This design comes from an exercise in tuning for small area on the open sky130 flow, not from production work.
Only simulation tests tie the RTL to the original design; equivalence was not proved.
No activity file was given, so power comes from the tool's default toggle rates.

==> flow/design.v (outline; a module is shown in full before it is edited, if it fits) <==
// module fchain: 251 lines
// module booth_mac: 985 lines
module fchain (
    input  wire        clk,
    input  wire        rst,         
    input  wire        clr,         
    input  wire [2:0]  cic_order,   
    input  wire [8:0]  cic_m,       
    input  wire [4:0]  cic_shift,   
    input  wire [4:0]  n2,          
    input  wire [4:0]  m2,          
    input  wire [4:0]  s2,          
    input  wire [3:0]  n3,          
    input  wire [3:0]  m3,          
    input  wire [4:0]  s3,          
    input  wire        coef_we,
    input  wire [4:0]  coef_addr,
    input  wire [23:0] coef_data,
    input  wire        in_valid,
    input  wire        in_bit,
    output reg         out_valid,
    output wire [23:0] out_data,
    output wire        out_sat
);
  // ...
==> flow/run.sh <==
#!/bin/bash
# synth_recipe.tcl (not shown) runs the flow's synth.tcl, then flattens the netlist and writes it again
# the make line also repeats each setting of config.mk as NAME=value (left out here)
make -C /OpenROAD-flow-scripts/flow DESIGN_CONFIG=/design/flow/config.mk WORK_HOME=/design/flow/orfs CLKGATE_MAP_FILE= SYNTH_SCRIPT=/design/flow/synth_recipe.tcl finish
==> flow/config.mk <==
export PLATFORM = sky130hd
export DESIGN_NAME = fchain
export DESIGN_NICKNAME = fchain
export VERILOG_FILES = /design/flow/design.v
export SDC_FILE = /design/flow/constraint.sdc
export NUM_CORES = 4
export LEC_CHECK = 0
export ABC_AREA = 1
export CAP_MARGIN = 20
export CORE_MARGIN = 2
export CORE_UTILIZATION = 60
export SLEW_MARGIN = 20
==> flow/constraint.sdc <==
create_clock -name core_clock -period 12.0 [get_ports {clk}]
set_input_delay 2.4000 -clock core_clock [delete_from_list [all_inputs] [get_ports {clk}]]
set_output_delay 2.4000 -clock core_clock [all_outputs]
set_load 0.01 [all_outputs]
==> run summary, run 1 <==
most frequent CP cell: inv_1
seq_cells: 1590
CTS Root Cell: clkbuf_16
hold depth: 0
outcome: complete, no violations
count of flip-flops with a built-in enable after synthesis: 617
worst setup margin: 2.21 ns
Worst Setup EP: acc[50]
final hold violation count: 0
Top Registers: coef: 576 flops, r2: 384 flops, cring: 272 flops
share of power burned in combinational logic: 0.274
area taken by multi-input logic gates: 0.0306 mm2
Die X: 353 um
VDD IR max: 0.000230 V
Internal: 9.99 mW
sequential element share of the synthesized area: 0.521
M1 WL: 91500 um
clock sinks: 1590
GR Util met2: 0.565
Die Ht: 353 um
asr flop ratio synth: 0
most frequent cells in the layout: nand2_1, dfxtp_1, inv_1
Setup Viol. Count Final: 0
Detail Route met3 WL: 26700 um
post-CTS sizing: 0
==> module fchain, before the edit <==
module fchain (
    input  wire        clk,
    input  wire        rst,         
    input  wire        clr,         
    input  wire [2:0]  cic_order,   
    input  wire [8:0]  cic_m,       
    input  wire [4:0]  cic_shift,   
    input  wire [4:0]  n2,          
    input  wire [4:0]  m2,          
    input  wire [4:0]  s2,          
    input  wire [3:0]  n3,          
    input  wire [3:0]  m3,          
    input  wire [4:0]  s3,          
    input  wire        coef_we,
    input  wire [4:0]  coef_addr,
    input  wire [23:0] coef_data,
    input  wire        in_valid,
    input  wire        in_bit,
    output reg         out_valid,
    output wire [23:0] out_data,
    output wire        out_sat
);
    integer i;
    wire chain_rst = rst | clr;
    reg [3:0] tcnt;
    always @(posedge clk)
        if (rst) tcnt <= 4'd0;
        else     tcnt <= tcnt + 4'd1;
    function [31:0] rndc;
        input [4:0] s;
        begin
            rndc = (s == 5'd0) ? 32'd0 : (32'd1 << (s - 5'd1));
        end
    endfunction
    reg [23:0] coef [0:23];
    always @(posedge clk) begin
        if (coef_we && coef_addr < 5'd24)
            coef[coef_addr] <= coef_data;
    end
    reg [33:0] cring [0:7];
    reg [33:0] T;                
    reg [8:0]  ph1;
    reg        xb;               
    reg        dec;              
    reg        cfirst;           
    reg [1:0]  cst;
    localparam C_IDLE = 2'd0, C_WAIT = 2'd1, C_UPD = 2'd2, C_PRE = 2'd3;
    wire [1:0]  ck   = tcnt[1:0];
    wire        cisd = tcnt[2];
    wire        kact = ({1'b0, ck} < cic_order);
    wire [33:0] chead = cfirst ? 34'd0 : cring[0];
    wire [33:0] xbval = xb ? 34'd1 : {34{1'b1}};
    wire        csub  = (cst != C_IDLE) && cisd;
    wire        cidle = (cst == C_IDLE);
    wire [33:0] rnd1  = {2'b00, rndc(cic_shift)};
    wire [33:0] cop   = cidle ? (in_bit ? rnd1 : rnd1 - 34'd1) : (chead ^ {34{csub}});
    wire [33:0] csum  = T + cop + {33'd0, cidle ? in_bit : csub};
    wire        dec_now = (ph1 == cic_m - 9'd1);
    reg [33:0] cwb;
    always @(*) begin
        cwb = chead;
        if (cst == C_UPD && kact) begin
            if (!cisd) cwb = csum;
            else if (dec) cwb = T;
        end
    end
    always @(posedge clk) begin
        for (i = 0; i < 7; i = i + 1)
            cring[i] <= cring[i+1];
        cring[7] <= cwb;
        if (chain_rst) begin
            cst    <= C_IDLE;
            ph1    <= 9'd0;
            cfirst <= 1'b1;
            T      <= 34'd0;
        end else begin
            case (cst)
            C_IDLE: if (in_valid) begin
                xb  <= in_bit;
                dec <= dec_now;
                ph1 <= dec_now ? 9'd0 : ph1 + 9'd1;
                if (dec_now) T <= csum;      
                cst <= C_WAIT;
            end
            C_WAIT: if (tcnt[2:0] == 3'd7) begin
                T   <= xbval;
                cst <= C_UPD;
            end
            C_UPD: begin
                if (kact && (!cisd || dec))
                    T <= csum;
                if (tcnt[2:0] == 3'd7) begin
                    T      <= 34'd0;
                    cfirst <= 1'b0;
                    cst    <= C_PRE;
                end
            end
            C_PRE: begin
                if (kact)
                    T <= csum;
                if (tcnt[2:0] == 3'd7)
                    cst <= C_IDLE;
            end
            endcase
        end
    end
    reg [23:0] r2 [0:15];
    reg [23:0] r3 [0:7];
    reg [3:0]  q2;               
    reg [2:0]  q3;
    reg [3:0]  l2;               
    reg [2:0]  l3;
    reg        fill2, fill3;     
    reg [4:0]  ph2;
    reg [3:0]  ph3;
    reg        op2, op3;         
    reg [3:0]  rc;               
    reg [23:0] y;                
    reg        S;                
    reg [51:0] acc;
    reg        afirst;
    localparam ST_IDLE = 3'd0, ST_RND1 = 3'd1, ST_REV2 = 3'd2, ST_RND2 = 3'd3,
               ST_REV3 = 3'd4, ST_RND3 = 3'd5;
    reg [2:0] state;
    wire in2 = (state == ST_REV2);
    wire in3 = (state == ST_REV3);
    wire use_y2 = fill2 || (l2 == 4'd0);
    wire use_y3 = fill3 || (l3 == 3'd0);
    always @(posedge clk) begin
        for (i = 0; i < 15; i = i + 1)
            r2[i] <= r2[i+1];
        r2[15] <= (in2 && use_y2) ? y : r2[0];
        for (i = 0; i < 7; i = i + 1)
            r3[i] <= r3[i+1];
        r3[7] <= (in3 && use_y3) ? y : r3[0];
    end
    reg        cv;               
    reg [23:0] c_op;
    always @(*) begin
        c_op = 24'd0;
        for (i = 0; i < 16; i = i + 1)
            c_op = c_op | ({24{!in3 && cv && (l2 == i)}} & coef[i]);
        for (i = 0; i < 8; i = i + 1)
            c_op = c_op | ({24{in3 && cv && (l3 == i)}} & coef[16 + i]);
    end
    wire [23:0] h_op = (in3 ? use_y3 : use_y2) ? y : (in3 ? r3[0] : r2[0]);
    wire [4:0]  sacc = in3 ? s3 : s2;
    wire [51:0] abase = afirst ? {20'd0, rndc(sacc)} : acc;
    wire [51:0] macc;
    booth_mac u_mac (.c(c_op), .h(h_op), .ain(abase), .aout(macc));
    wire [4:0]  sh  = (state == ST_RND1) ? cic_shift : (state == ST_RND3) ? s3 : s2;
    wire [51:0] av = (state == ST_RND1) ? {{18{T[33]}}, T} : acc;
    reg         clampv;
    always @(*) begin
        clampv = 1'b0;
        for (i = 0; i < 28; i = i + 1)
            if (i >= sh && (av[23 + i] != av[51])) clampv = 1'b1;
    end
    wire [54:0] avx = {{3{av[51]}}, av};
    wire [54:0] aq  = avx >> sh;
    wire [23:0] yv = clampv ? {av[51], {23{~av[51]}}} : aq[23:0];
    assign out_data = y;
    assign out_sat  = S;
    task start3;
        begin
            if (n3 == 4'd0) begin
                out_valid <= 1'b1;
                state     <= ST_IDLE;
            end else begin
                op3   <= (ph3 == m3 - 4'd1);
                cv    <= (ph3 == m3 - 4'd1) && ({1'b0, q3 - tcnt[2:0]} < n3);
                ph3   <= (ph3 == m3 - 4'd1) ? 4'd0 : ph3 + 4'd1;
                l3    <= q3 - tcnt[2:0];
                q3    <= q3 + 3'd1;
                rc    <= 4'd7;
                afirst <= 1'b1;
                state <= ST_REV3;
            end
        end
    endtask
    always @(posedge clk)
        acc <= macc;
    always @(posedge clk) begin
        out_valid <= 1'b0;
        if (chain_rst) begin
            state <= ST_IDLE;
            fill2 <= 1'b1;
            fill3 <= 1'b1;
            ph2   <= 5'd0;
            ph3   <= 4'd0;
            q2    <= 4'd0;
            q3    <= 3'd0;
            S     <= 1'b0;
        end else begin
            if (out_valid) S <= 1'b0;
            case (state)
            ST_IDLE:
                if (cst == C_IDLE && in_valid && dec_now)
                    state <= ST_RND1;
            ST_RND1: begin
                y <= yv;
                if (clampv) S <= 1'b1;
                if (n2 == 5'd0) begin
                    start3;
                end else begin
                    op2   <= (ph2 == m2 - 5'd1);
                    cv    <= (ph2 == m2 - 5'd1) && ({1'b0, q2 - tcnt} < n2);
                    ph2   <= (ph2 == m2 - 5'd1) ? 5'd0 : ph2 + 5'd1;
                    l2    <= q2 - tcnt;
                    q2    <= q2 + 4'd1;
                    rc    <= 4'd15;
                    afirst <= 1'b1;
                    state <= ST_REV2;
                end
            end
            ST_REV2: begin
                afirst <= 1'b0;
                l2     <= l2 - 4'd1;
                cv     <= op2 && ({1'b0, l2 - 4'd1} < n2);
                rc     <= rc - 4'd1;
                if (rc == 4'd0) begin
                    fill2 <= 1'b0;
                    state <= op2 ? ST_RND2 : ST_IDLE;
                end
            end
            ST_RND2: begin
                y <= yv;
                if (clampv) S <= 1'b1;
                start3;
            end
            ST_REV3: begin
                afirst <= 1'b0;
                l3     <= l3 - 3'd1;
                cv     <= op3 && ({1'b0, l3 - 3'd1} < n3);
                rc     <= rc - 4'd1;
                if (rc == 4'd0) begin
                    fill3 <= 1'b0;
                    state <= op3 ? ST_RND3 : ST_IDLE;
                end
            end
            ST_RND3: begin
                y <= yv;
                if (clampv) S <= 1'b1;
                out_valid <= 1'b1;
                state <= ST_IDLE;
            end
            default: state <= ST_IDLE;
            endcase
        end
    end
endmodule
==> inputs of run 2 (changes only) <==
--- a/flow/design.v
+++ b/flow/design.v
@@ -49,17 +49,18 @@
     wire        cisd = tcnt[2];
     wire        kact = ({1'b0, ck} < cic_order);
     wire [33:0] chead = cfirst ? 34'd0 : cring[0];
     wire [33:0] xbval = xb ? 34'd1 : {34{1'b1}};
     wire        csub  = (cst != C_IDLE) && cisd;
     wire        cidle = (cst == C_IDLE);
     wire [33:0] rnd1  = {2'b00, rndc(cic_shift)};
     wire [33:0] cop   = cidle ? (in_bit ? rnd1 : rnd1 - 34'd1) : (chead ^ {34{csub}});
-    wire [33:0] csum  = T + cop + {33'd0, cidle ? in_bit : csub};
+    wire [33:0] csum;
+    bk34 u_cadd (.a(T), .b(cop), .cin(cidle ? in_bit : csub), .s(csum));
     wire        dec_now = (ph1 == cic_m - 9'd1);
     reg [33:0] cwb;
     always @(*) begin
         cwb = chead;
         if (cst == C_UPD && kact) begin
             if (!cisd) cwb = csum;
             else if (dec) cwb = T;
         end
@@ -1227,10 +1228,332 @@
   wire fs313 = 1'b1 ^ ain[49];
   wire fc313 = 1'b1 & ain[49];
   wire fs314 = 1'b1 ^ ain[50];
   wire fc314 = 1'b1 & ain[50];
   wire fs315 = 1'b1 ^ ain[51];
   wire fc315 = 1'b1 & ain[51];
   wire [51:0] r0 = {fs315, fs314, fs313, fs312, fs311, fs310, fs309, fs308, fs307, fs306, fs305, fs304, fs303, fs302, fs301, fs300, fs299, fs298, fs297, fs296, fs295, fs294, fs293, fs292, fs291, fs290, fs289, fs288, fs287, fs286, fs285, fs284, fs283, fs282, fs281, fs280, fs279, fs278, fs277, fs276, fs275, fs274, fs273, fs272, fs271, fs270, fs269, fs268, fs267, fs266, fs265, ain[0]};
   wire [51:0] r1 = {fc314, fc313, fc312, fc311, fc310, fc309, fc308, fc307, fc306, fc305, fc304, fc303, fc302, fc301, fc300, fc299, fc298, fc297, fc296, fc295, fc294, fc293, fc292, fc291, fc290, fc289, fc288, fc287, fc286, fc285, fc284, fc283, fc282, fc281, fc280, fc279, fc278, fc277, fc276, fc275, fc274, fc273, fc272, fc271, fc270, fc269, fc268, fc267, fc266, fc265, fc264, fs264};
-  assign aout = r0 + r1;
+  bk52 u_cpa (.a(r0), .b(r1), .cin(1'b0), .s(aout));
+endmodule
+module bk52(input [51:0] a, input [51:0] b, input cin, output [51:0] s);
+  wire [51:0] p0 = a ^ b;
+  wire [51:0] g0 = a & b;
+  wire gc0 = g0[0] | (p0[0] & cin);
+  wire G0 = g0[1] | (p0[1] & gc0);
+  wire G1 = g0[3] | (p0[3] & g0[2]);
+  wire P1 = p0[3] & p0[2];
+  wire G2 = g0[5] | (p0[5] & g0[4]);
+  wire P2 = p0[5] & p0[4];
+  wire G3 = g0[7] | (p0[7] & g0[6]);
+  wire P3 = p0[7] & p0[6];
+  wire G4 = g0[9] | (p0[9] & g0[8]);
+  wire P4 = p0[9] & p0[8];
+  wire G5 = g0[11] | (p0[11] & g0[10]);
+  wire P5 = p0[11] & p0[10];
+  wire G6 = g0[13] | (p0[13] & g0[12]);
+  wire P6 = p0[13] & p0[12];
+  wire G7 = g0[15] | (p0[15] & g0[14]);
+  wire P7 = p0[15] & p0[14];
+  wire G8 = g0[17] | (p0[17] & g0[16]);
+  wire P8 = p0[17] & p0[16];
+  wire G9 = g0[19] | (p0[19] & g0[18]);
+  wire P9 = p0[19] & p0[18];
+  wire G10 = g0[21] | (p0[21] & g0[20]);
+  wire P10 = p0[21] & p0[20];
+  wire G11 = g0[23] | (p0[23] & g0[22]);
+  wire P11 = p0[23] & p0[22];
+  wire G12 = g0[25] | (p0[25] & g0[24]);
+  wire P12 = p0[25] & p0[24];
+  wire G13 = g0[27] | (p0[27] & g0[26]);
+  wire P13 = p0[27] & p0[26];
+  wire G14 = g0[29] | (p0[29] & g0[28]);
+  wire P14 = p0[29] & p0[28];
+  wire G15 = g0[31] | (p0[31] & g0[30]);
+  wire P15 = p0[31] & p0[30];
+  wire G16 = g0[33] | (p0[33] & g0[32]);
+  wire P16 = p0[33] & p0[32];
+  wire G17 = g0[35] | (p0[35] & g0[34]);
+  wire P17 = p0[35] & p0[34];
+  wire G18 = g0[37] | (p0[37] & g0[36]);
+  wire P18 = p0[37] & p0[36];
+  wire G19 = g0[39] | (p0[39] & g0[38]);
+  wire P19 = p0[39] & p0[38];
+  wire G20 = g0[41] | (p0[41] & g0[40]);
+  wire P20 = p0[41] & p0[40];
+  wire G21 = g0[43] | (p0[43] & g0[42]);
+  wire P21 = p0[43] & p0[42];
+  wire G22 = g0[45] | (p0[45] & g0[44]);
+  wire P22 = p0[45] & p0[44];
+  wire G23 = g0[47] | (p0[47] & g0[46]);
+  wire P23 = p0[47] & p0[46];
+  wire G24 = g0[49] | (p0[49] & g0[48]);
+  wire P24 = p0[49] & p0[48];
+  wire G25 = g0[51] | (p0[51] & g0[50]);
+  wire P25 = p0[51] & p0[50];
+  wire G26 = G1 | (P1 & G0);
+  wire G27 = G3 | (P3 & G2);
+  wire P27 = P3 & P2;
+  wire G28 = G5 | (P5 & G4);
+  wire P28 = P5 & P4;
+  wire G29 = G7 | (P7 & G6);
+  wire P29 = P7 & P6;
+  wire G30 = G9 | (P9 & G8);
+  wire P30 = P9 & P8;
+  wire G31 = G11 | (P11 & G10);
+  wire P31 = P11 & P10;
+  wire G32 = G13 | (P13 & G12);
+  wire P32 = P13 & P12;
+  wire G33 = G15 | (P15 & G14);
+  wire P33 = P15 & P14;
+  wire G34 = G17 | (P17 & G16);
+  wire P34 = P17 & P16;
+  wire G35 = G19 | (P19 & G18);
+  wire P35 = P19 & P18;
+  wire G36 = G21 | (P21 & G20);
+  wire P36 = P21 & P20;
+  wire G37 = G23 | (P23 & G22);
+  wire P37 = P23 & P22;
+  wire G38 = G25 | (P25 & G24);
+  wire P38 = P25 & P24;
+  wire G39 = G27 | (P27 & G26);
+  wire G40 = G29 | (P29 & G28);
+  wire P40 = P29 & P28;
+  wire G41 = G31 | (P31 & G30);
+  wire P41 = P31 & P30;
+  wire G42 = G33 | (P33 & G32);
+  wire P42 = P33 & P32;
+  wire G43 = G35 | (P35 & G34);
+  wire P43 = P35 & P34;
+  wire G44 = G37 | (P37 & G36);
+  wire P44 = P37 & P36;
+  wire G45 = G40 | (P40 & G39);
+  wire G46 = G42 | (P42 & G41);
+  wire P46 = P42 & P41;
+  wire G47 = G44 | (P44 & G43);
+  wire P47 = P44 & P43;
+  wire G48 = G46 | (P46 & G45);
+  wire G49 = G47 | (P47 & G48);
+  wire G50 = G41 | (P41 & G45);
+  wire G51 = G43 | (P43 & G48);
+  wire G52 = G28 | (P28 & G39);
+  wire G53 = G30 | (P30 & G45);
+  wire G54 = G32 | (P32 & G50);
+  wire G55 = G34 | (P34 & G48);
+  wire G56 = G36 | (P36 & G51);
+  wire G57 = G38 | (P38 & G49);
+  wire G58 = G2 | (P2 & G26);
+  wire G59 = G4 | (P4 & G39);
+  wire G60 = G6 | (P6 & G52);
+  wire G61 = G8 | (P8 & G45);
+  wire G62 = G10 | (P10 & G53);
+  wire G63 = G12 | (P12 & G50);
+  wire G64 = G14 | (P14 & G54);
+  wire G65 = G16 | (P16 & G48);
+  wire G66 = G18 | (P18 & G55);
+  wire G67 = G20 | (P20 & G51);
+  wire G68 = G22 | (P22 & G56);
+  wire G69 = G24 | (P24 & G49);
+  wire G70 = g0[2] | (p0[2] & G0);
+  wire G71 = g0[4] | (p0[4] & G26);
+  wire G72 = g0[6] | (p0[6] & G58);
+  wire G73 = g0[8] | (p0[8] & G39);
+  wire G74 = g0[10] | (p0[10] & G59);
+  wire G75 = g0[12] | (p0[12] & G52);
+  wire G76 = g0[14] | (p0[14] & G60);
+  wire G77 = g0[16] | (p0[16] & G45);
+  wire G78 = g0[18] | (p0[18] & G61);
+  wire G79 = g0[20] | (p0[20] & G53);
+  wire G80 = g0[22] | (p0[22] & G62);
+  wire G81 = g0[24] | (p0[24] & G50);
+  wire G82 = g0[26] | (p0[26] & G63);
+  wire G83 = g0[28] | (p0[28] & G54);
+  wire G84 = g0[30] | (p0[30] & G64);
+  wire G85 = g0[32] | (p0[32] & G48);
+  wire G86 = g0[34] | (p0[34] & G65);
+  wire G87 = g0[36] | (p0[36] & G55);
+  wire G88 = g0[38] | (p0[38] & G66);
+  wire G89 = g0[40] | (p0[40] & G51);
+  wire G90 = g0[42] | (p0[42] & G67);
+  wire G91 = g0[44] | (p0[44] & G56);
+  wire G92 = g0[46] | (p0[46] & G68);
+  wire G93 = g0[48] | (p0[48] & G49);
+  wire G94 = g0[50] | (p0[50] & G69);
+  assign s[0] = p0[0] ^ cin;
+  assign s[1] = p0[1] ^ gc0;
+  assign s[2] = p0[2] ^ G0;
+  assign s[3] = p0[3] ^ G70;
+  assign s[4] = p0[4] ^ G26;
+  assign s[5] = p0[5] ^ G71;
+  assign s[6] = p0[6] ^ G58;
+  assign s[7] = p0[7] ^ G72;
+  assign s[8] = p0[8] ^ G39;
+  assign s[9] = p0[9] ^ G73;
+  assign s[10] = p0[10] ^ G59;
+  assign s[11] = p0[11] ^ G74;
+  assign s[12] = p0[12] ^ G52;
+  assign s[13] = p0[13] ^ G75;
+  assign s[14] = p0[14] ^ G60;
+  assign s[15] = p0[15] ^ G76;
+  assign s[16] = p0[16] ^ G45;
+  assign s[17] = p0[17] ^ G77;
+  assign s[18] = p0[18] ^ G61;
+  assign s[19] = p0[19] ^ G78;
+  assign s[20] = p0[20] ^ G53;
+  assign s[21] = p0[21] ^ G79;
+  assign s[22] = p0[22] ^ G62;
+  assign s[23] = p0[23] ^ G80;
+  assign s[24] = p0[24] ^ G50;
+  assign s[25] = p0[25] ^ G81;
+  assign s[26] = p0[26] ^ G63;
+  assign s[27] = p0[27] ^ G82;
+  assign s[28] = p0[28] ^ G54;
+  assign s[29] = p0[29] ^ G83;
+  assign s[30] = p0[30] ^ G64;
+  assign s[31] = p0[31] ^ G84;
+  assign s[32] = p0[32] ^ G48;
+  assign s[33] = p0[33] ^ G85;
+  assign s[34] = p0[34] ^ G65;
+  assign s[35] = p0[35] ^ G86;
+  assign s[36] = p0[36] ^ G55;
+  assign s[37] = p0[37] ^ G87;
+  assign s[38] = p0[38] ^ G66;
+  assign s[39] = p0[39] ^ G88;
+  assign s[40] = p0[40] ^ G51;
+  assign s[41] = p0[41] ^ G89;
+  assign s[42] = p0[42] ^ G67;
+  assign s[43] = p0[43] ^ G90;
+  assign s[44] = p0[44] ^ G56;
+  assign s[45] = p0[45] ^ G91;
+  assign s[46] = p0[46] ^ G68;
+  assign s[47] = p0[47] ^ G92;
+  assign s[48] = p0[48] ^ G49;
+  assign s[49] = p0[49] ^ G93;
+  assign s[50] = p0[50] ^ G69;
+  assign s[51] = p0[51] ^ G94;
+endmodule
+module bk34(input [33:0] a, input [33:0] b, input cin, output [33:0] s);
+  wire [33:0] p0 = a ^ b;
+  wire [33:0] g0 = a & b;
+  wire gc0 = g0[0] | (p0[0] & cin);
+  wire G0 = g0[1] | (p0[1] & gc0);
+  wire G1 = g0[3] | (p0[3] & g0[2]);
+  wire P1 = p0[3] & p0[2];
+  wire G2 = g0[5] | (p0[5] & g0[4]);
+  wire P2 = p0[5] & p0[4];
+  wire G3 = g0[7] | (p0[7] & g0[6]);
+  wire P3 = p0[7] & p0[6];
+  wire G4 = g0[9] | (p0[9] & g0[8]);
+  wire P4 = p0[9] & p0[8];
+  wire G5 = g0[11] | (p0[11] & g0[10]);
+  wire P5 = p0[11] & p0[10];
+  wire G6 = g0[13] | (p0[13] & g0[12]);
+  wire P6 = p0[13] & p0[12];
+  wire G7 = g0[15] | (p0[15] & g0[14]);
+  wire P7 = p0[15] & p0[14];
+  wire G8 = g0[17] | (p0[17] & g0[16]);
+  wire P8 = p0[17] & p0[16];
+  wire G9 = g0[19] | (p0[19] & g0[18]);
+  wire P9 = p0[19] & p0[18];
+  wire G10 = g0[21] | (p0[21] & g0[20]);
+  wire P10 = p0[21] & p0[20];
+  wire G11 = g0[23] | (p0[23] & g0[22]);
+  wire P11 = p0[23] & p0[22];
+  wire G12 = g0[25] | (p0[25] & g0[24]);
+  wire P12 = p0[25] & p0[24];
+  wire G13 = g0[27] | (p0[27] & g0[26]);
+  wire P13 = p0[27] & p0[26];
+  wire G14 = g0[29] | (p0[29] & g0[28]);
+  wire P14 = p0[29] & p0[28];
+  wire G15 = g0[31] | (p0[31] & g0[30]);
+  wire P15 = p0[31] & p0[30];
+  wire G16 = g0[33] | (p0[33] & g0[32]);
+  wire P16 = p0[33] & p0[32];
+  wire G17 = G1 | (P1 & G0);
+  wire G18 = G3 | (P3 & G2);
+  wire P18 = P3 & P2;
+  wire G19 = G5 | (P5 & G4);
+  wire P19 = P5 & P4;
+  wire G20 = G7 | (P7 & G6);
+  wire P20 = P7 & P6;
+  wire G21 = G9 | (P9 & G8);
+  wire P21 = P9 & P8;
+  wire G22 = G11 | (P11 & G10);
+  wire P22 = P11 & P10;
+  wire G23 = G13 | (P13 & G12);
+  wire P23 = P13 & P12;
+  wire G24 = G15 | (P15 & G14);
+  wire P24 = P15 & P14;
+  wire G25 = G18 | (P18 & G17);
+  wire G26 = G20 | (P20 & G19);
+  wire P26 = P20 & P19;
+  wire G27 = G22 | (P22 & G21);
+  wire P27 = P22 & P21;
+  wire G28 = G24 | (P24 & G23);
+  wire P28 = P24 & P23;
+  wire G29 = G26 | (P26 & G25);
+  wire G30 = G28 | (P28 & G27);
+  wire P30 = P28 & P27;
+  wire G31 = G30 | (P30 & G29);
+  wire G32 = G27 | (P27 & G29);
+  wire G33 = G19 | (P19 & G25);
+  wire G34 = G21 | (P21 & G29);
+  wire G35 = G23 | (P23 & G32);
+  wire G36 = G2 | (P2 & G17);
+  wire G37 = G4 | (P4 & G25);
+  wire G38 = G6 | (P6 & G33);
+  wire G39 = G8 | (P8 & G29);
+  wire G40 = G10 | (P10 & G34);
+  wire G41 = G12 | (P12 & G32);
+  wire G42 = G14 | (P14 & G35);
+  wire G43 = G16 | (P16 & G31);
+  wire G44 = g0[2] | (p0[2] & G0);
+  wire G45 = g0[4] | (p0[4] & G17);
+  wire G46 = g0[6] | (p0[6] & G36);
+  wire G47 = g0[8] | (p0[8] & G25);
+  wire G48 = g0[10] | (p0[10] & G37);
+  wire G49 = g0[12] | (p0[12] & G33);
+  wire G50 = g0[14] | (p0[14] & G38);
+  wire G51 = g0[16] | (p0[16] & G29);
+  wire G52 = g0[18] | (p0[18] & G39);
+  wire G53 = g0[20] | (p0[20] & G34);
+  wire G54 = g0[22] | (p0[22] & G40);
+  wire G55 = g0[24] | (p0[24] & G32);
+  wire G56 = g0[26] | (p0[26] & G41);
+  wire G57 = g0[28] | (p0[28] & G35);
+  wire G58 = g0[30] | (p0[30] & G42);
+  wire G59 = g0[32] | (p0[32] & G31);
+  assign s[0] = p0[0] ^ cin;
+  assign s[1] = p0[1] ^ gc0;
+  assign s[2] = p0[2] ^ G0;
+  assign s[3] = p0[3] ^ G44;
+  assign s[4] = p0[4] ^ G17;
+  assign s[5] = p0[5] ^ G45;
+  assign s[6] = p0[6] ^ G36;
+  assign s[7] = p0[7] ^ G46;
+  assign s[8] = p0[8] ^ G25;
+  assign s[9] = p0[9] ^ G47;
+  assign s[10] = p0[10] ^ G37;
+  assign s[11] = p0[11] ^ G48;
+  assign s[12] = p0[12] ^ G33;
+  assign s[13] = p0[13] ^ G49;
+  assign s[14] = p0[14] ^ G38;
+  assign s[15] = p0[15] ^ G50;
+  assign s[16] = p0[16] ^ G29;
+  assign s[17] = p0[17] ^ G51;
+  assign s[18] = p0[18] ^ G39;
+  assign s[19] = p0[19] ^ G52;
+  assign s[20] = p0[20] ^ G34;
+  assign s[21] = p0[21] ^ G53;
+  assign s[22] = p0[22] ^ G40;
+  assign s[23] = p0[23] ^ G54;
+  assign s[24] = p0[24] ^ G32;
+  assign s[25] = p0[25] ^ G55;
+  assign s[26] = p0[26] ^ G41;
+  assign s[27] = p0[27] ^ G56;
+  assign s[28] = p0[28] ^ G35;
+  assign s[29] = p0[29] ^ G57;
+  assign s[30] = p0[30] ^ G42;
+  assign s[31] = p0[31] ^ G58;
+  assign s[32] = p0[32] ^ G31;
+  assign s[33] = p0[33] ^ G59;
 endmodule
--- a/flow/config.mk
+++ b/flow/config.mk
@@ -4,9 +4,11 @@
 export VERILOG_FILES = /design/flow/design.v
 export SDC_FILE = /design/flow/constraint.sdc
 export NUM_CORES = 4
 export LEC_CHECK = 0
 export ABC_AREA = 1
 export CAP_MARGIN = 20
 export CORE_MARGIN = 2
 export CORE_UTILIZATION = 60
+export CTS_CLUSTER_DIAMETER = 90
+export CTS_CLUSTER_SIZE = 32
 export SLEW_MARGIN = 20
==> run summary, run 2 <==
max cap viols: 0 (unchanged)
adder and majority gate portion of the synthesized area: 0.113 (was 0.102)
Skew-Pair Late Insertion Delay: 0.76 ns (was 0.81 ns)
syn_nets: 8608 (was 8530)
Clock power frac: 0.222 (was 0.326)
initial antenna violation count: 2 (was 7)
Internal: 8.04 mW (was 9.99 mW)
Top FF cell, synth: dfxtp_1 (unchanged)
slew margin rel.: 0.231 (was 0.252)
total grt overflow: 0 (unchanged)
Leakage Power: 34.6 nW (was 35.3 nW)
sw power: 3.81 mW (was 4.93 mW)
core area: 0.120 mm2 (about the same)
Reg2Reg Capture Point: acc[47] (was acc[50])
Data required, critical path: 12.63 ns (was 12.73 ns)
most frequent CP cell: nand2_1 (was inv_1)
Achievable Freq: 102 MHz (about the same)
Diodes inserted: 0 (was 3)
most common cell after layout, fill and taps aside: nand2_1 (unchanged)
post-synthesis mux area share: 0 (was 0.000274)
final wirelength: 209000 um (was 229000 um)
top cell type's share of synthesized area: 0.268 (was 0.267)
first drt pass iteration count: 9 (was 8)
Max FO, Critical Path: 49 (unchanged)
most numerous cell in the Yosys netlist: nand2_1 (unchanged)
Worst path max stage delay: 0.98 ns (was 0.82 ns)
post-CTS sizing: 0 (unchanged)
die area: 0.124 mm2 (about the same)
largest family of logic cells by synthesized area: simple AND/OR/NAND/NOR gates (unchanged)
number of port buffers: 105 (unchanged)
Avg Cell Area, Syn: 9.03 um2 (was 9.10 um2)
Synth Area in Simple Gates: 0.238 (was 0.203)
DRC viols: 0 (unchanged)
worst slew pin tran: 1.15 ns (was 1.12 ns)
Synth Area in XOR/XNOR: 0.0154 (was 0.0310)
fill count: 10100 (was 9572)
switch share: 0.322 (was 0.330)
asr flop ratio synth: 0 (unchanged)
total track usage: 0.333 (was 0.365)
standard-cell rows: 127 (unchanged)
hold slack: 0.324 ns (was 0.302 ns)
DP Wirelength: 145000 um (was 155000 um)
VDD IR max: 0.000182 V (was 0.000230 V)
Reg clk slew, reported paths: 0.11 ns (was 0.07 ns)
CP max-delay cell: a21oi_2 (was inv_1)
clock sinks: 1590 (unchanged)
DR vias/cell: 5.71 (was 5.82)
# Post-CTS Setup Buffers: 0 (unchanged)
DR iter-0 viols: 6501 (was 7373)
RSZ-0062 raised after global routing: false (unchanged)
skew final: 0.0589 ns (was 0.0444 ns)
Die X: 352 um (was 353 um)
fin. max-slew vios: 0 (unchanged)
DR vias: 55000 (was 57200)
Die Ht: 352 um (was 353 um)
largest net degree at the start of global routing: 71 (was 74)
setup slack, reg-to-reg: 2.16 ns (was 2.21 ns)
Cell variety after synth: 64 (unchanged)
Startpoint Class: flop (unchanged)
Final nets: 8547 (was 8594)
fin util: 0.641 (was 0.671)
sequential share of power: 0.506 (was 0.401)
CTS Buf Count: 61 (was 153)
TNS Setup: 0 ns (unchanged)
largest cells by area after synthesis: dfxtp_1, edfxtp_1, nand2_1 (unchanged)
HP Class: flop to flop (unchanged)
Max clock buf depth: 3 (unchanged)
kind of end point of the critical path: flop (unchanged)
Critical path origin: l3[0] (unchanged)
Setup Viol. Count Final: 0 (unchanged)
R2R depth: 37 (was 36)
wire length per cell: 21.7 um (was 23.3 um)
CTS Root Cell: clkbuf_16 (unchanged)
critical path class: flop to flop (unchanged)
H-Tree Depth: 2 (was 4)
I/O pin total: 106 (unchanged)
min Tclk post-route: 9.84 ns (was 9.79 ns)
vias in the first global route: 52200 (was 55300)
final hold violation count: 0 (unchanged)
CTS tree: done (unchanged)
Antenna Nets Post-Route: 0 (unchanged)
max reg flops: 576 (unchanged)
P per Cell Area: 154 mW/mm2 (was 185 mW/mm2)
most frequent cells in the layout: nand2_1, dfxtp_1, inv_1 (unchanged)
Top Registers: coef: 576 flops, r2: 384 flops, cring: 272 flops (unchanged)
share of power burned in combinational logic: 0.272 (was 0.274)
first-pass GRT wire length: 315000 um (was 341000 um)
Final GP Congestion: 0.989 (was 0.978)
worst r2r src: l3[0] (unchanged)
Post-CTS Hold Fix Bufs: 0 (unchanged)
Worst Setup EP: acc[47] (was acc[50])
compound-gate portion of the synthesized area: 0.0498 (was 0.0813)
layout cells sized above 1: 0.0464 (was 0.0613)
Area Overhead vs Synth: 5.88% (was 10.6%)
Syn. warnings: 4 (unchanged)
dominant cell type by area after synthesis: dfxtp_1 (unchanged)
fin crit share: 0.820 (was 0.816)
commonest cells in the netlist: nand2_1, dfxtp_1, inv_1 (unchanged)
Initial Util: 0.606 (was 0.607)
sequential element share of the synthesized area: 0.522 (was 0.521)
synthesized instance count: 8058 (was 8017)
outcome: complete, no violations (unchanged)
Seq cells post-synth: 1590 (unchanged)
WP data arrival: 10.47 ns (was 10.52 ns)
Cell Area, Synth: 0.0728 mm2 (was 0.0730 mm2)
count of flip-flops with a built-in enable after synthesis: 617 (unchanged)
Top reg by flops: coef (unchanged)
## run 2: changes by cell type after synthesis, sizes merged, moves of 21 or more
cell	before	now
o21ai	457	309
nor2	415	298
inv	786	712
nand2	2557	3005
a22oi	39	60
a22o	41	11
o211ai	43	20
a21oi	225	148
xor2	214	99
buf	206	230
a221oi	25	3
nand3	431	681
fa	268	309
a31oi	36	6
## run 2: worst min-delay path by stage
stage                      startpoint          end  slack, ns  cells past startpoint
after floorplan           cring[1][0]  cring[0][0]       0.31                      0
after global placement       r2[5][8]     r2[4][8]       0.31                      0
after detailed placement     r2[1][7]     r2[0][7]       0.31                      0
after CTS                   r3[5][11]    r3[4][11]       0.32                      0
after global routing        r3[2][18]    r3[1][18]       0.34                      0
final                       r3[5][11]    r3[4][11]       0.32                      0
## run 2: logic make-up (layout without fill, tap and decap cells)
logic type	count (synthesis)	in the layout
and+or+nand+nor	4184	4184
DFF	1590	1590
buffers and inverters	1069	1031
AOI/OAI and AO/OA	617	617
adders and majority gates	470	470
xor gates and xnor gates	128	128
## run 2: per-stage QoR
step | cells | cell area, um2 | worst slack [ns] | total power [mW]
after floorplan | 8058 | 72800 | 4.20 | 8.32
after global placement | 9545 | 75100 | 2.50 | 9.17
after detailed placement | 9545 | 75100 | 2.25 | 9.28
after CTS | 9631 | 77000 | 2.24 | 11.8
after global routing | 9632 | 77000 | 1.63 | 12.5
final | 9632 | 77000 | 2.16 | 11.9
## run 2: power by group through the flow
stage          Clock (mW)  Sequential (mW)  Combinational [mW]
2_1_floorplan           0             6.06                2.26
3_3_place_gp            0             6.12                3.05
3_5_place_dp            0             6.12                3.15
4_1_cts              2.67             6.00                3.17
5_1_grt              2.84             6.02                3.62
6_report             2.63             6.00                3.23
## run 2: layout make-up
| cell class | count | area, um2 | share of cell area |
|---|---|---|---|
| clock buffer | 69 | 1560 | 0.0202 |
| clock inverter | 17 | 294 | 0.00382 |
| inverter | 722 | 2720 | 0.0352 |
| multi-input combinational | 5399 | 30500 | 0.396 |
| sequential | 1590 | 38000 | 0.493 |
| tap | 1612 | 2020 | 0.0262 |
| timing repair buffer | 223 | 1960 | 0.0254 |
## run 2: worst max-delay path, delay by kind of cell, from the launching register on
kind / cells / cell delay, ns
adders and majority gates: 8 / 3.57
and+or+nand+nor: 15 / 1.93
AOI/OAI and AO/OA: 6 / 1.90
buffers and inverters: 7 / 1.69
DFF: 1 / 0.42
xor gates and xnor gates: 1 / 0.16
## run 2: per-layer routing
metal  global-route usage  routed length [um]  share of wire  vias to the layer above
li1                     -                   -              -                    25700
met3               0.0625               21200           0.10                      427
met5                    0                  30        0.00014                        -
met4                0.108                7560          0.036                        4
met2                0.531               94800           0.45                     2731
met1                0.463               85600           0.41                    26200
==> inputs of run 3 (changes only) <==
--- a/flow/config.mk
+++ b/flow/config.mk
@@ -10,5 +10,5 @@
 export CORE_MARGIN = 2
 export CORE_UTILIZATION = 60
-export CTS_CLUSTER_DIAMETER = 90
-export CTS_CLUSTER_SIZE = 32
+export CTS_CLUSTER_DIAMETER = 80
+export CTS_CLUSTER_SIZE = 25
 export SLEW_MARGIN = 20
==> run summary, run 3 <==
outcome: complete, no violations (unchanged)
DR iter-0 viols: 6219 (was 6501)
fin util: 0.647 (was 0.641)
Startpoint Class: flop (unchanged)
sequential share of power: 0.486 (was 0.506)
Max clock buf depth: 3 (unchanged)
DP Wirelength: 145000 um (unchanged)
dominant cell type by area after synthesis: dfxtp_1 (unchanged)
Reg clk slew, reported paths: 0.10 ns (was 0.11 ns)
Antenna Nets Post-Route: 0 (unchanged)
max reg flops: 576 (unchanged)
final instance area: 0.0777 mm2 (was 0.0770 mm2)
HP Class: flop to flop (unchanged)
Final GP Congestion: 0.989 (unchanged)
Seq cells post-synth: 1590 (unchanged)
most numerous cell in the Yosys netlist: nand2_1 (unchanged)
Cell variety after synth: 64 (unchanged)
GRT Max-Usage Layer: met2 (unchanged)
CP max-delay cell: a21oi_2 (unchanged)
die area: 0.124 mm2 (unchanged)
Cell Area, Synth: 0.0728 mm2 (unchanged)
final wirelength: 210000 um (was 209000 um)
DR vias: 55200 (was 55000)
slew margin rel.: 0.220 (was 0.231)
largest cells by area after synthesis: dfxtp_1, edfxtp_1, nand2_1 (unchanged)
Die X: 352 um (unchanged)
Avg Cell Area, Syn: 9.03 um2 (unchanged)
syn_nets: 8608 (unchanged)
Skew-Pair Late Insertion Delay: 0.73 ns (was 0.76 ns)
most common cell after layout, fill and taps aside: nand2_1 (unchanged)
Setup Viol. Count Final: 0 (unchanged)
synthesized instance count: 8058 (unchanged)
sw power: 3.91 mW (was 3.81 mW)
RSZ-0062 raised after global routing: false (unchanged)
layout cells sized above 1: 0.0502 (was 0.0464)
Worst path max stage delay: 0.96 ns (was 0.98 ns)
# Post-CTS Setup Buffers: 0 (unchanged)
post-CTS sizing: 0 (unchanged)
Top Registers: coef: 576 flops, r2: 384 flops, cring: 272 flops (unchanged)
Internal: 8.43 mW (was 8.04 mW)
Clock power frac: 0.253 (was 0.222)
sequential element share of the synthesized area: 0.522 (unchanged)
largest net degree at the start of global routing: 71 (unchanged)
Final nets: 8567 (was 8547)
number of port buffers: 105 (unchanged)
H-Tree Depth: 3 (was 2)
dpl cell area: 0.0751 mm2 (unchanged)
skew final: 0.0322 ns (was 0.0589 ns)
core area: 0.120 mm2 (unchanged)
fin. max-slew vios: 0 (unchanged)
Syn. warnings: 4 (unchanged)
standard-cell rows: 127 (unchanged)
CTS Root Cell: clkbuf_16 (unchanged)
count of flip-flops with a built-in enable after synthesis: 617 (unchanged)
vias in the first global route: 52400 (was 52200)
Top reg by flops: coef (unchanged)
fill count: 10000 (was 10100)
min Tclk post-route: 9.83 ns (was 9.84 ns)
switch share: 0.316 (was 0.322)
Max FO, Critical Path: 49 (unchanged)
commonest cells in the netlist: nand2_1, dfxtp_1, inv_1 (unchanged)
first-pass GRT wire length: 317000 um (was 315000 um)
first drt pass iteration count: 8 (was 9)
initial antenna violation count: 3 (was 2)
total grt overflow: 0 (unchanged)
share of power burned in combinational logic: 0.261 (was 0.272)
CTS Buf Count: 81 (was 61)
final hold violation count: 0 (unchanged)
CTS tree: done (unchanged)
wire length per cell: 21.7 um (about the same)
area taken by multi-input logic gates: 0.0305 mm2 (unchanged)
register area: 0.0380 mm2 (unchanged)
fin crit share: 0.819 (was 0.820)
DR vias/cell: 5.71 (about the same)
max cap viols: 0 (unchanged)
met1 Resource Use GR: 0.467 (was 0.463)
dpl cells: 9545 (unchanged)
clock sinks: 1590 (unchanged)
worst slew pin tran: 1.16 ns (was 1.15 ns)
Achievable Freq: 102 MHz (about the same)
Data required, critical path: 12.63 ns (about the same)
top cell type's share of synthesized area: 0.268 (unchanged)
I/O pin total: 106 (unchanged)
most frequent CP cell: nand2_1 (unchanged)
asr flop ratio synth: 0 (unchanged)
P per Cell Area: 159 mW/mm2 (was 154 mW/mm2)
GR Util met2: 0.531 (about the same)
most frequent cells in the layout: nand2_1, dfxtp_1, inv_1 (unchanged)
VDD IR max: 0.000166 V (was 0.000182 V)
total track usage: 0.336 (was 0.333)
TNS Setup: 0 ns (unchanged)
critical path class: flop to flop (unchanged)
kind of end point of the critical path: flop (unchanged)
WP data arrival: 10.45 ns (was 10.47 ns)
fin cells: 9667 (was 9632)
Post-CTS Hold Fix Bufs: 0 (unchanged)
Leakage Power: 34.9 nW (was 34.6 nW)
DRC viols: 0 (unchanged)
met3 usage: 0.0626 (was 0.0625)
Die Ht: 352 um (unchanged)
Area Overhead vs Synth: 6.80% (was 5.88%)
Top FF cell, synth: dfxtp_1 (unchanged)
Initial Util: 0.606 (unchanged)
## run 3: cell counts after synthesis
No cell type changed its count.
## run 3: critical path: cells and delay by family (launching register included)
kind                       cells  cell delay (ns)
AOI/OAI and AO/OA              6             1.90
xor gates and xnor gates       1             0.15
adders and majority gates      8             3.56
buffers and inverters          7             1.69
DFF                            1             0.41
and+or+nand+nor               15             1.94
## run 3: power groups by stage
stage / Clock (mW) / Combinational (mW) / Sequential, mW
floorplan: 0 / 2.26 / 6.06
global placement: 0 / 3.05 / 6.12
detailed placement: 0 / 3.15 / 6.12
CTS: 3.17 / 3.17 / 6.00
global route: 3.35 / 3.62 / 6.02
finish: 3.12 / 3.22 / 6.00
## run 3: cells by family after synthesis
group	share of synthesized area
simple gates	0.238
flops	0.522
fa+ha+maj	0.113
xor+xnor	0.0154
compound gates	0.0498
buf+inv	0.0614
## run 3: final timing paths
kind	from	to	slack, ns	depth (start not counted)
min reg2reg	r2[3][22]	r2[2][22]	0.31	0
max reg2reg	l3[0]	acc[47]	2.17	37
max	l3[0]	acc[47]	2.17	37
min	r2[3][22]	r2[2][22]	0.31	0
## run 3: metal layers
layer	up-vias	wire [um]
li1	25800	-
met1	26300	86200
met4	4	8110
met2	2671	94800
met5	-	24
met3	475	21100
## run 3: cell type report
type / count / share of cell area
Clock buffer: 93 / 0.0273
Antenna cell: 2 / 0.0000644
Timing Repair Buffer: 223 / 0.0252
Clock inverter: 26 / 0.00506
Tap cell: 1612 / 0.0260
Multi-Input combinational cell: 5399 / 0.392
Inverter: 722 / 0.0349
Sequential cell: 1590 / 0.489
## run 3: through the flow
step / total power [mW] / hold slack (ns) / setup WS, ns
2_1_floorplan: 8.32 / 0.310 / 4.20
3_3_place_gp: 9.17 / 0.310 / 2.50
3_5_place_dp: 9.28 / 0.312 / 2.25
4_1_cts: 12.3 / 0.304 / 2.26
5_1_grt: 13.0 / 0.312 / 1.66
6_report: 12.3 / 0.306 / 2.17
==> inputs of run 4 (changes only) <==
--- a/flow/config.mk
+++ b/flow/config.mk
@@ -6,9 +6,8 @@
 export NUM_CORES = 4
 export LEC_CHECK = 0
-export ABC_AREA = 1
 export CAP_MARGIN = 20
 export CORE_MARGIN = 2
 export CORE_UTILIZATION = 60
-export CTS_CLUSTER_DIAMETER = 80
-export CTS_CLUSTER_SIZE = 25
+export CTS_CLUSTER_DIAMETER = 85
+export CTS_CLUSTER_SIZE = 28
 export SLEW_MARGIN = 20
==> run summary, run 4 <==
total grt overflow: 0 (unchanged)
register area: 0.0380 mm2 (about the same)
Achievable Freq: 94.4 MHz (was 102 MHz)
Startpoint Class: flop (unchanged)
synthesized instance count: 5875 (was 8058)
Antenna Nets Post-Route: 0 (unchanged)
min Tclk post-route: 10.59 ns (was 9.83 ns)
Critical path origin: l2[0] (was l3[0])
top cell type's share of synthesized area: 0.279 (was 0.268)
fin. max-slew vios: 0 (unchanged)
Die Ht: 345 um (was 352 um)
die area: 0.119 mm2 (was 0.124 mm2)
final wirelength: 205000 um (was 210000 um)
DR vias: 47400 (was 55200)
DR iter-0 viols: 5903 (was 6219)
# Post-CTS Setup Buffers: 0 (unchanged)
WP data arrival: 11.18 ns (was 10.45 ns)
CP max-delay cell: xnor2_1 (was a21oi_2)
worst slew pin tran: 1.15 ns (was 1.16 ns)
I/O pin total: 106 (unchanged)
switch share: 0.296 (was 0.316)
RSZ-0062 raised after global routing: false (unchanged)
first-pass GRT wire length: 301000 um (was 317000 um)
max reg flops: 576 (unchanged)
total track usage: 0.339 (was 0.336)
VDD IR max: 0.000131 V (was 0.000166 V)
clock sinks: 1590 (unchanged)
Top Registers: coef: 576 flops, r2: 384 flops, cring: 272 flops (unchanged)
hold_sp: r3[6][6] (was r2[3][22])
sw power: 3.36 mW (was 3.91 mW)
largest net degree at the start of global routing: 77 (was 71)
total power: 11.4 mW (was 12.3 mW)
skew final: 0.0641 ns (was 0.0322 ns)
Max clock buf depth: 3 (unchanged)
Top reg by flops: coef (unchanged)
Area Overhead vs Synth: 7.10% (was 6.80%)
R2R depth: 30 (was 37)
Clock power frac: 0.251 (was 0.253)
Final nets: 6388 (was 8567)
core area: 0.116 mm2 (was 0.120 mm2)
setup slack, reg-to-reg: 1.41 ns (was 2.17 ns)
Initial Util: 0.603 (was 0.606)
Data required, critical path: 12.60 ns (was 12.63 ns)
most common cell after layout, fill and taps aside: dfxtp_1 (was nand2_1)
outcome: complete, no violations (unchanged)
max cap viols: 0 (unchanged)
fin crit share: 0.882 (was 0.819)
Skew-Pair Late Insertion Delay: 0.72 ns (was 0.73 ns)
asr flop ratio synth: 0 (unchanged)
CTS Buf Count: 71 (was 81)
syn_nets: 6425 (was 8608)
first drt pass iteration count: 9 (was 8)
worst hold path endpoint: r3[5][6] (was r2[2][22])
Setup Viol. Count Final: 0 (unchanged)
DP Wirelength: 141000 um (was 145000 um)
count of flip-flops with a built-in enable after synthesis: 617 (unchanged)
fill count: 8978 (was 10000)
most numerous cell in the Yosys netlist: dfxtp_1 (was nand2_1)
DR vias/cell: 6.39 (was 5.71)
post-CTS sizing: 0 (unchanged)
sequential element share of the synthesized area: 0.543 (was 0.522)
Reg clk slew, reported paths: 0.10 ns (about the same)
worst r2r src: l2[0] (was l3[0])
largest cells by area after synthesis: dfxtp_1, edfxtp_1, fa_1 (was dfxtp_1, edfxtp_1, nand2_1)
standard-cell rows: 125 (was 127)
Max FO, Critical Path: 24 (was 49)
Internal: 8.00 mW (was 8.43 mW)
HP Class: flop to flop (unchanged)
final hold violation count: 0 (unchanged)
critical path class: flop to flop (unchanged)
vias in the first global route: 45500 (was 52400)
Die X: 345 um (was 352 um)
Reg2Reg Capture Point: acc[51] (was acc[47])
DRC viols: 0 (unchanged)
Post-CTS Hold Fix Bufs: 0 (unchanged)
Syn. warnings: 4 (unchanged)
most frequent cells in the layout: dfxtp_1, edfxtp_1, nand2_1 (was nand2_1, dfxtp_1, inv_1)
initial antenna violation count: 6 (was 3)
Cell variety after synth: 108 (was 64)
dominant cell type by area after synthesis: dfxtp_1 (unchanged)
kind of end point of the critical path: flop (unchanged)
Final GP Congestion: 1.01 (was 0.989)
slew margin rel.: 0.234 (was 0.220)
Worst path max stage delay: 0.80 ns (was 0.96 ns)
P per Cell Area: 152 mW/mm2 (was 159 mW/mm2)
commonest cells in the netlist: dfxtp_1, edfxtp_1, nand2_1 (was nand2_1, dfxtp_1, inv_1)
area taken by multi-input logic gates: 0.0293 mm2 (was 0.0305 mm2)
Top FF cell, synth: dfxtp_1 (unchanged)
share of power burned in combinational logic: 0.225 (was 0.261)
TNS Setup: 0 ns (unchanged)
Leakage Power: 27.8 nW (was 34.9 nW)
CTS Root Cell: clkbuf_16 (unchanged)
fin util: 0.646 (was 0.647)
final instance area: 0.0749 mm2 (was 0.0777 mm2)
sequential share of power: 0.523 (was 0.486)
H-Tree Depth: 3 (unchanged)
Cell Area, Synth: 0.0699 mm2 (was 0.0728 mm2)
Post-Place Worst Slack: 1.80 ns (was 2.25 ns)
dpl cell area: 0.0727 mm2 (was 0.0751 mm2)
worst setup margin: 1.41 ns (was 2.17 ns)
Seq cells post-synth: 1590 (unchanged)
wire length per cell: 27.6 um (was 21.7 um)
Avg Cell Area, Syn: 11.9 um2 (was 9.03 um2)
layout cells sized above 1: 0.0796 (was 0.0502)
CTS tree: done (unchanged)
number of port buffers: 105 (unchanged)
hold depth: 0 (unchanged)
==> run 4: cell types whose count changed after synthesis, sizes merged, moves of 69 or more <==
cell / before / now
a21oi: 148 / 220
a22oi: 60 / 234
inv: 712 / 357
mux2: 0 / 90
mux2i: 0 / 143
nand2: 3005 / 357
nand3: 681 / 79
nor2b: 0 / 69
o21ai: 309 / 228
o22ai: 9 / 251
xnor2: 29 / 334
==> run 4: metal layers <==
layer / share of wire / GRT usage / vias to the layer above
met2: 0.45 / 0.526 / 2552
met1: 0.40 / 0.460 / 23300
li1: - / - / 20900
met3: 0.093 / 0.0667 / 545
met5: 0.000064 / 0 / -
met4: 0.057 / 0.161 / 2
==> run 4: logic make-up (layout without fill, tap and decap cells) <==
| kind of cell | count (synthesis) | after routing | synth area share |
|---|---|---|---|
| DFF | 1590 | 1590 | 0.543 |
| AOI/OAI and AO/OA | 1377 | 1377 | 0.134 |
| and+or+nand+nor | 1083 | 1083 | 0.0757 |
| buffers and inverters | 717 | 722 | 0.0424 |
| adders and majority gates | 481 | 481 | 0.119 |
| xor gates and xnor gates | 393 | 393 | 0.0494 |
| muxes | 234 | 234 | 0.0359 |
| other | 0 | 4 | 0 |
==> run 4: through the flow <==
| stage | cells | hold WS, ns |
|---|---|---|
| after global placement | 7288 | 0.310 |
| final | 7408 | 0.309 |
| after CTS | 7403 | 0.298 |
| after global routing | 7407 | 0.328 |
| after detailed placement | 7288 | 0.312 |
| after floorplan | 5875 | 0.310 |
==> run 4: cell type report <==
| class | instances | area share |
|---|---|---|
| antenna | 4 | 0.000134 |
| clock buffer | 98 | 0.0254 |
| clock inverter | 17 | 0.00386 |
| inverter | 357 | 0.0179 |
| multi-input combinational | 3568 | 0.391 |
| sequential | 1590 | 0.507 |
| tap | 1524 | 0.0255 |
| timing repair buffer | 250 | 0.0286 |
==> run 4: power by group through the flow <==
stage	logic [mW]	clock network [mW]	registers [mW]
floorplan	1.83	0	5.97
global placement	2.49	0	6.06
detailed placement	2.54	0	6.06
CTS	2.55	2.89	5.94
global route	2.87	3.08	5.95
finish	2.56	2.85	5.95
==> run 4: worst max-delay path, delay by kind of cell (launching register included) <==
kind	cells	cell delay, ns
compound gates	9	2.83
xor+xnor	2	0.97
fa+ha+maj	7	2.83
buf+inv	6	1.44
flops	1	0.49
mux	1	0.21
simple gates	5	1.66
==> run 4: worst max path at each step <==
stage | to | slack [ns]
final | acc[51] | 1.41
after global routing | acc[50] | 1.07
after CTS | acc[50] | 1.81
after detailed placement | acc[51] | 1.80
after global placement | acc[51] | 1.92
after floorplan | acc[51] | 3.23
==> inputs of run 5 (changes only) <==
--- a/flow/config.mk
+++ b/flow/config.mk
@@ -8,5 +8,5 @@
 export CAP_MARGIN = 20
 export CORE_MARGIN = 2
-export CORE_UTILIZATION = 60
+export CORE_UTILIZATION = 70
 export CTS_CLUSTER_DIAMETER = 85
 export CTS_CLUSTER_SIZE = 28
==> run summary, run 5 <==
syn_nets: 6425 (unchanged)
worst hold path endpoint: r3[4][5] (was r3[5][6])
HP Class: flop to flop (unchanged)
max cap viols: 0 (unchanged)
fin crit share: 0.920 (was 0.882)
sequential element share of the synthesized area: 0.543 (unchanged)
setup slack, reg-to-reg: 0.96 ns (was 1.41 ns)
I/O pin total: 106 (unchanged)
outcome: complete, no violations (unchanged)
most numerous cell in the Yosys netlist: dfxtp_1 (unchanged)
vias in the first global route: 46800 (was 45500)
Reg clk slew, reported paths: 0.10 ns (about the same)
DR iter-0 viols: 6918 (was 5903)
Critical path origin: state[2] (was l2[0])
Reg2Reg Capture Point: acc[51] (unchanged)
Achievable Freq: 90.6 MHz (was 94.4 MHz)
fill count: 6386 (was 8978)
CTS Root Cell: clkbuf_16 (unchanged)
count of flip-flops with a built-in enable after synthesis: 617 (unchanged)
fin. max-slew vios: 0 (unchanged)
Cell variety after synth: 108 (unchanged)
Startpoint Class: flop (unchanged)
Internal: 7.99 mW (was 8.00 mW)
TNS Setup: 0 ns (unchanged)
core area: 0.0987 mm2 (was 0.116 mm2)
largest cells by area after synthesis: dfxtp_1, edfxtp_1, fa_1 (unchanged)
Clock power frac: 0.250 (was 0.251)
standard-cell rows: 115 (was 125)
area taken by multi-input logic gates: 0.0293 mm2 (about the same)
critical path class: flop to flop (unchanged)
Top FF cell, synth: dfxtp_1 (unchanged)
Max FO, Critical Path: 36 (was 24)
sw power: 3.41 mW (was 3.36 mW)
Avg Cell Area, Syn: 11.9 um2 (unchanged)
switch share: 0.299 (was 0.296)
clock sinks: 1590 (unchanged)
total track usage: 0.394 (was 0.339)
skew final: 0.0408 ns (was 0.0641 ns)
CTS tree: done (unchanged)
Max clock buf depth: 3 (unchanged)
Final GP Congestion: 1.04 (was 1.01)
top cell type's share of synthesized area: 0.279 (unchanged)
DP Wirelength: 139000 um (was 141000 um)
Cell Area, Synth: 0.0699 mm2 (unchanged)
die area: 0.102 mm2 (was 0.119 mm2)
hold depth: 0 (unchanged)
number of port buffers: 105 (unchanged)
Post-Place Worst Slack: 1.22 ns (was 1.80 ns)
# Post-CTS Setup Buffers: 0 (unchanged)
Antenna Nets Post-Route: 0 (unchanged)
total grt overflow: 0 (unchanged)
Top Registers: coef: 576 flops, r2: 384 flops, cring: 272 flops (unchanged)
RSZ-0062 raised after global routing: false (unchanged)
Post-CTS Hold Fix Bufs: 0 (unchanged)
dominant cell type by area after synthesis: dfxtp_1 (unchanged)
synthesized instance count: 5875 (unchanged)
initial antenna violation count: 4 (was 6)
CTS Buf Count: 70 (was 71)
slew margin rel.: 0.190 (was 0.234)
hold_sp: r3[5][5] (was r3[6][6])
Area Overhead vs Synth: 6.62% (was 7.10%)
Final nets: 6383 (was 6388)
asr flop ratio synth: 0 (unchanged)
Seq cells post-synth: 1590 (unchanged)
final hold violation count: 0 (unchanged)
largest net degree at the start of global routing: 70 (was 77)
hold slack: 0.324 ns (was 0.309 ns)
DR vias/cell: 6.77 (was 6.39)
min Tclk post-route: 11.04 ns (was 10.59 ns)
WP data arrival: 11.64 ns (was 11.18 ns)
first-pass GRT wire length: 299000 um (was 301000 um)
kind of end point of the critical path: flop (unchanged)
Skew-Pair Late Insertion Delay: 0.73 ns (was 0.72 ns)
Die Ht: 320 um (was 345 um)
post-CTS sizing: 0 (unchanged)
final wirelength: 204000 um (was 205000 um)
DR vias: 48500 (was 47400)
worst r2r src: state[2] (was l2[0])
first drt pass iteration count: 7 (was 9)
Leakage Power: 27.8 nW (about the same)
H-Tree Depth: 3 (unchanged)
Setup Viol. Count Final: 0 (unchanged)
VDD IR max: 0.000165 V (was 0.000131 V)
Syn. warnings: 4 (unchanged)
layout cells sized above 1: 0.0788 (was 0.0796)
worst slew pin tran: 1.21 ns (was 1.15 ns)
Die X: 320 um (was 345 um)
Data required, critical path: 12.60 ns (about the same)
max reg flops: 576 (unchanged)
R2R depth: 28 (was 30)
Initial Util: 0.709 (was 0.603)
DRC viols: 0 (unchanged)
share of power burned in combinational logic: 0.227 (was 0.225)
commonest cells in the netlist: dfxtp_1, edfxtp_1, nand2_1 (unchanged)
Top reg by flops: coef (unchanged)
most common cell after layout, fill and taps aside: dfxtp_1 (unchanged)
most frequent CP cell: fa_1
sequential share of power: 0.523 (about the same)
CP max-delay cell: a22oi_1 (was xnor2_1)
register area: 0.0380 mm2 (unchanged)
wire length per cell: 28.4 um (was 27.6 um)
worst setup margin: 0.956 ns (was 1.41 ns)
Worst path max stage delay: 0.93 ns (was 0.80 ns)
P per Cell Area: 153 mW/mm2 (was 152 mW/mm2)
most frequent cells in the layout: dfxtp_1, edfxtp_1, nand2_1 (unchanged)
## run 5: worst max-delay path by stage
stage,to,cells past startpoint
after floorplan,acc[51],22
after global placement,acc[51],28
after detailed placement,acc[51],28
after CTS,acc[51],28
after global routing,acc[50],31
final,acc[51],28
## run 5: per-layer routing
metal  vias up  GRT usage  wire (um)
li1      20900          -          -
met2      3348      0.601      90100
met5         -          0         13
met4         2      0.218      13400
met3       739     0.0933      24100
met1     23500      0.524      75900
## run 5: power by group through the flow
stage,Sequential (mW),Combinational (mW),Clock [mW]
final,5.96,2.59,2.84
after detailed placement,6.07,2.53,0
after global routing,5.97,2.88,3.05
after global placement,6.07,2.43,0
after CTS,5.95,2.55,2.86
after floorplan,5.97,1.83,0
## run 5: layout make-up
type / count / area share
diodes: 2 / 0.0000671
clock buffers: 97 / 0.0249
flip-flops and latches: 1590 / 0.510
well taps: 1287 / 0.0216
repair buffers: 246 / 0.0286
inverters: 357 / 0.0180
multi-input cells: 3568 / 0.393
clock inverters: 19 / 0.00438
## run 5: worst max-delay path, delay by kind of cell (launching register included)
kind | cells | cell delay (ns)
adder cells (fa/ha/maj) | 7 | 3.30
buffers and inverters | 6 | 1.51
AO/OA/AOI/OAI | 7 | 2.75
XOR/XNOR | 2 | 0.35
flip-flops | 1 | 0.89
multiplexers | 1 | 0.12
AND/OR/NAND/NOR | 5 | 1.97
## run 5: logic make-up after synthesis
group,count (synthesis),synth area share
AND/OR/NAND/NOR,1083,0.0757
flip-flops,1590,0.543
buffers and inverters,717,0.0424
multiplexers,234,0.0359
XOR/XNOR,393,0.0494
AO/OA/AOI/OAI,1377,0.134
adder cells (fa/ha/maj),481,0.119
## run 5: metrics by stage
stage               instance area [um2]  power [mW]   util  cells
finish                            74600        11.4  0.755   7166
floorplan                         69900        7.80      -   5875
detailed placement                72300        8.60  0.733   7047
global placement                  72300        8.50  0.733   7047
global route                      74600        11.9  0.755   7166
CTS                               74500        11.4  0.755   7163
==> inputs of run 6 (changes only) <==
--- a/flow/config.mk
+++ b/flow/config.mk
@@ -6,8 +6,8 @@
 export NUM_CORES = 4
 export LEC_CHECK = 0
-export CAP_MARGIN = 20
+export CAP_MARGIN = 0
 export CORE_MARGIN = 2
 export CORE_UTILIZATION = 70
 export CTS_CLUSTER_DIAMETER = 85
 export CTS_CLUSTER_SIZE = 28
-export SLEW_MARGIN = 20
+export SLEW_MARGIN = 0
==> run summary, run 6 <==
RSZ-0062 raised after global routing: false (unchanged)
slew margin rel.: 0.0676 (was 0.190)
P per Cell Area: 153 mW/mm2 (about the same)
Cell Area, Synth: 0.0699 mm2 (unchanged)
Syn. warnings: 4 (unchanged)
VDD IR max: 0.000166 V (was 0.000165 V)
Initial Util: 0.709 (unchanged)
top cell type's share of synthesized area: 0.279 (unchanged)
total track usage: 0.394 (unchanged)
DR iter-0 viols: 7464 (was 6918)
Area Overhead vs Synth: 6.53% (was 6.62%)
final wirelength: 204000 um (about the same)
first-pass GRT wire length: 299000 um (unchanged)
Final nets: 6382 (was 6383)
final hold violation count: 0 (unchanged)
HP Class: flop to flop (unchanged)
Setup Viol. Count Final: 0 (unchanged)
Antenna Nets Post-Route: 0 (unchanged)
Top Registers: coef: 576 flops, r2: 384 flops, cring: 272 flops (unchanged)
kind of end point of the critical path: flop (unchanged)
Startpoint Class: flop (unchanged)
first drt pass iteration count: 9 (was 7)
dominant cell type by area after synthesis: dfxtp_1 (unchanged)
CTS Buf Count: 70 (unchanged)
share of power burned in combinational logic: 0.227 (about the same)
fin. max-slew vios: 0 (unchanged)
Data required, critical path: 12.60 ns (about the same)
Worst path max stage delay: 0.93 ns (about the same)
fill count: 6389 (was 6386)
critical path class: flop to flop (unchanged)
register area: 0.0380 mm2 (unchanged)
total power: 11.4 mW (about the same)
CTS tree: done (unchanged)
Top reg by flops: coef (unchanged)
largest cells by area after synthesis: dfxtp_1, edfxtp_1, fa_1 (unchanged)
Clock power frac: 0.250 (about the same)
H-Tree Depth: 3 (unchanged)
standard-cell rows: 115 (unchanged)
max cap viols: 0 (unchanged)
final instance area: 0.0745 mm2 (was 0.0746 mm2)
commonest cells in the netlist: dfxtp_1, edfxtp_1, nand2_1 (unchanged)
number of port buffers: 105 (unchanged)
count of flip-flops with a built-in enable after synthesis: 617 (unchanged)
Reg clk slew, reported paths: 0.10 ns (about the same)
Leakage Power: 27.8 nW (about the same)
most frequent CP cell: fa_1 (unchanged)
asr flop ratio synth: 0 (unchanged)
worst slew pin tran: 1.39 ns (was 1.21 ns)
Internal: 7.99 mW (about the same)
cell family with most CP delay: adder cells (unchanged)
area taken by multi-input logic gates: 0.0293 mm2 (about the same)
fin util: 0.755 (about the same)
sw power: 3.42 mW (was 3.41 mW)
outcome: complete, no violations (unchanged)
Final GP Congestion: 1.04 (unchanged)
I/O pin total: 106 (unchanged)
Top FF cell, synth: dfxtp_1 (unchanged)
TNS Setup: 0 ns (unchanged)
switch share: 0.300 (was 0.299)
Max clock buf depth: 3 (unchanged)
most frequent cells in the layout: dfxtp_1, edfxtp_1, nand2_1 (unchanged)
most common cell after layout, fill and taps aside: dfxtp_1 (unchanged)
Avg Cell Area, Syn: 11.9 um2 (unchanged)
skew final: 0.0418 ns (was 0.0408 ns)
Post-CTS Hold Fix Bufs: 0 (unchanged)
DP Wirelength: 139000 um (unchanged)
CP max-delay cell: a22oi_1 (unchanged)
sequential element share of the synthesized area: 0.543 (unchanged)
total grt overflow: 0 (unchanged)
vias in the first global route: 46800 (unchanged)
Seq cells post-synth: 1590 (unchanged)
==> run 6: cell count changes in the layout (fill, tap and decap cells not counted) <==
cell and delta:
buf_16 -1, diode_2 +1, nand2_1 +1, nand2_2 -1
nor4_2 +1, nor4_4 -1, o21ai_1 +1, o21ai_2 -1
o311ai_1 +1, o311ai_2 -1, xnor2_1 +2, xnor2_2 -2
==> run 6: cell families after synthesis <==
logic type                 count (synthesis)  share of synthesized area
AOI/OAI and AO/OA                       1377                      0.134
xor gates and xnor gates                 393                     0.0494
adders and majority gates                481                      0.119
buffers and inverters                    717                     0.0424
DFF                                     1590                      0.543
muxes                                    234                     0.0359
and+or+nand+nor                         1083                     0.0757
==> run 6: stage by stage <==
stage               setup slack [ns]  std cells
floorplan                       3.23       5875
detailed placement              1.22       7047
CTS                             1.17       7163
global placement                1.48       7047
global route                   0.568       7165
finish                         0.974       7166
==> run 6: worst paths after layout <==
check,from,endpoint,slack [ns],cells after the start
setup reg to reg,state[2],acc[51],0.97,28
hold / removal,r3[5][5],r3[4][5],0.33,0
setup / recovery,state[2],acc[51],0.97,28
hold reg to reg,r3[5][5],r3[4][5],0.33,0
==> run 6: final cells by class <==
type / count / share of cell area
tap: 1287 / 0.0216
antenna: 3 / 0.000101
sequential: 1590 / 0.510
clock buffer: 97 / 0.0249
clock inverter: 19 / 0.00438
inverter: 357 / 0.0180
multi-input combinational: 3568 / 0.393
timing repair buffer: 245 / 0.0282
==> run 6: power groups by stage <==
stage	registers, mW	logic, mW	clock network [mW]
after floorplan	5.97	1.83	0
after global placement	6.07	2.43	0
after detailed placement	6.07	2.53	0
after CTS	5.95	2.55	2.86
after global routing	5.97	2.88	3.05
final	5.97	2.59	2.85
==> run 6: routing by layer <==
metal | global-route usage | routed length (um) | vias up
li1 | - | - | 20900
met1 | 0.524 | 76300 | 23500
met2 | 0.601 | 90100 | 3301
met3 | 0.0933 | 24000 | 747
met4 | 0.218 | 13300 | 2
met5 | 0 | 13 | -
==> run 6: worst register-to-register path, delay by kind of cell, from the launching register on <==
family / cells / cell delay [ns]
AO/OA/AOI/OAI: 7 / 2.79
XOR/XNOR: 2 / 0.35
adder cells (fa/ha/maj): 7 / 3.30
buffers and inverters: 6 / 1.50
flip-flops: 1 / 0.91
multiplexers: 1 / 0.12
AND/OR/NAND/NOR: 5 / 1.95

==> separate check: timing with driven ports <==
Ports are ideal in the flow. The routed layouts listed here were re-timed in OpenROAD.
Step 1, drivers: a clkbuf_16 drives clk and a buf_2 each remaining input, both assumed.
Step 2, shift: input delay + t, output delay - t, t = (earliest + latest rising clock arrival at the registers) / 2. This alone moves slack from input paths to output paths.
Three values: no drivers, after step 1, after step 2; two values: the first two.
run	shift t [ns]	setup slack, ns
run 1	0.855	2.209 / 2.209 / 2.209
run 2	0.814	2.156 / 2.156 / 2.156
run 3	0.800	2.174 / 2.174 / 2.174
run 4	0.774	1.412 / 1.412 / 1.412
run 5	0.789	0.956 / 0.956 / 0.956
run 6	0.791	0.974 / 0.974 / 0.974
After both steps setup and hold are still met in every run listed.
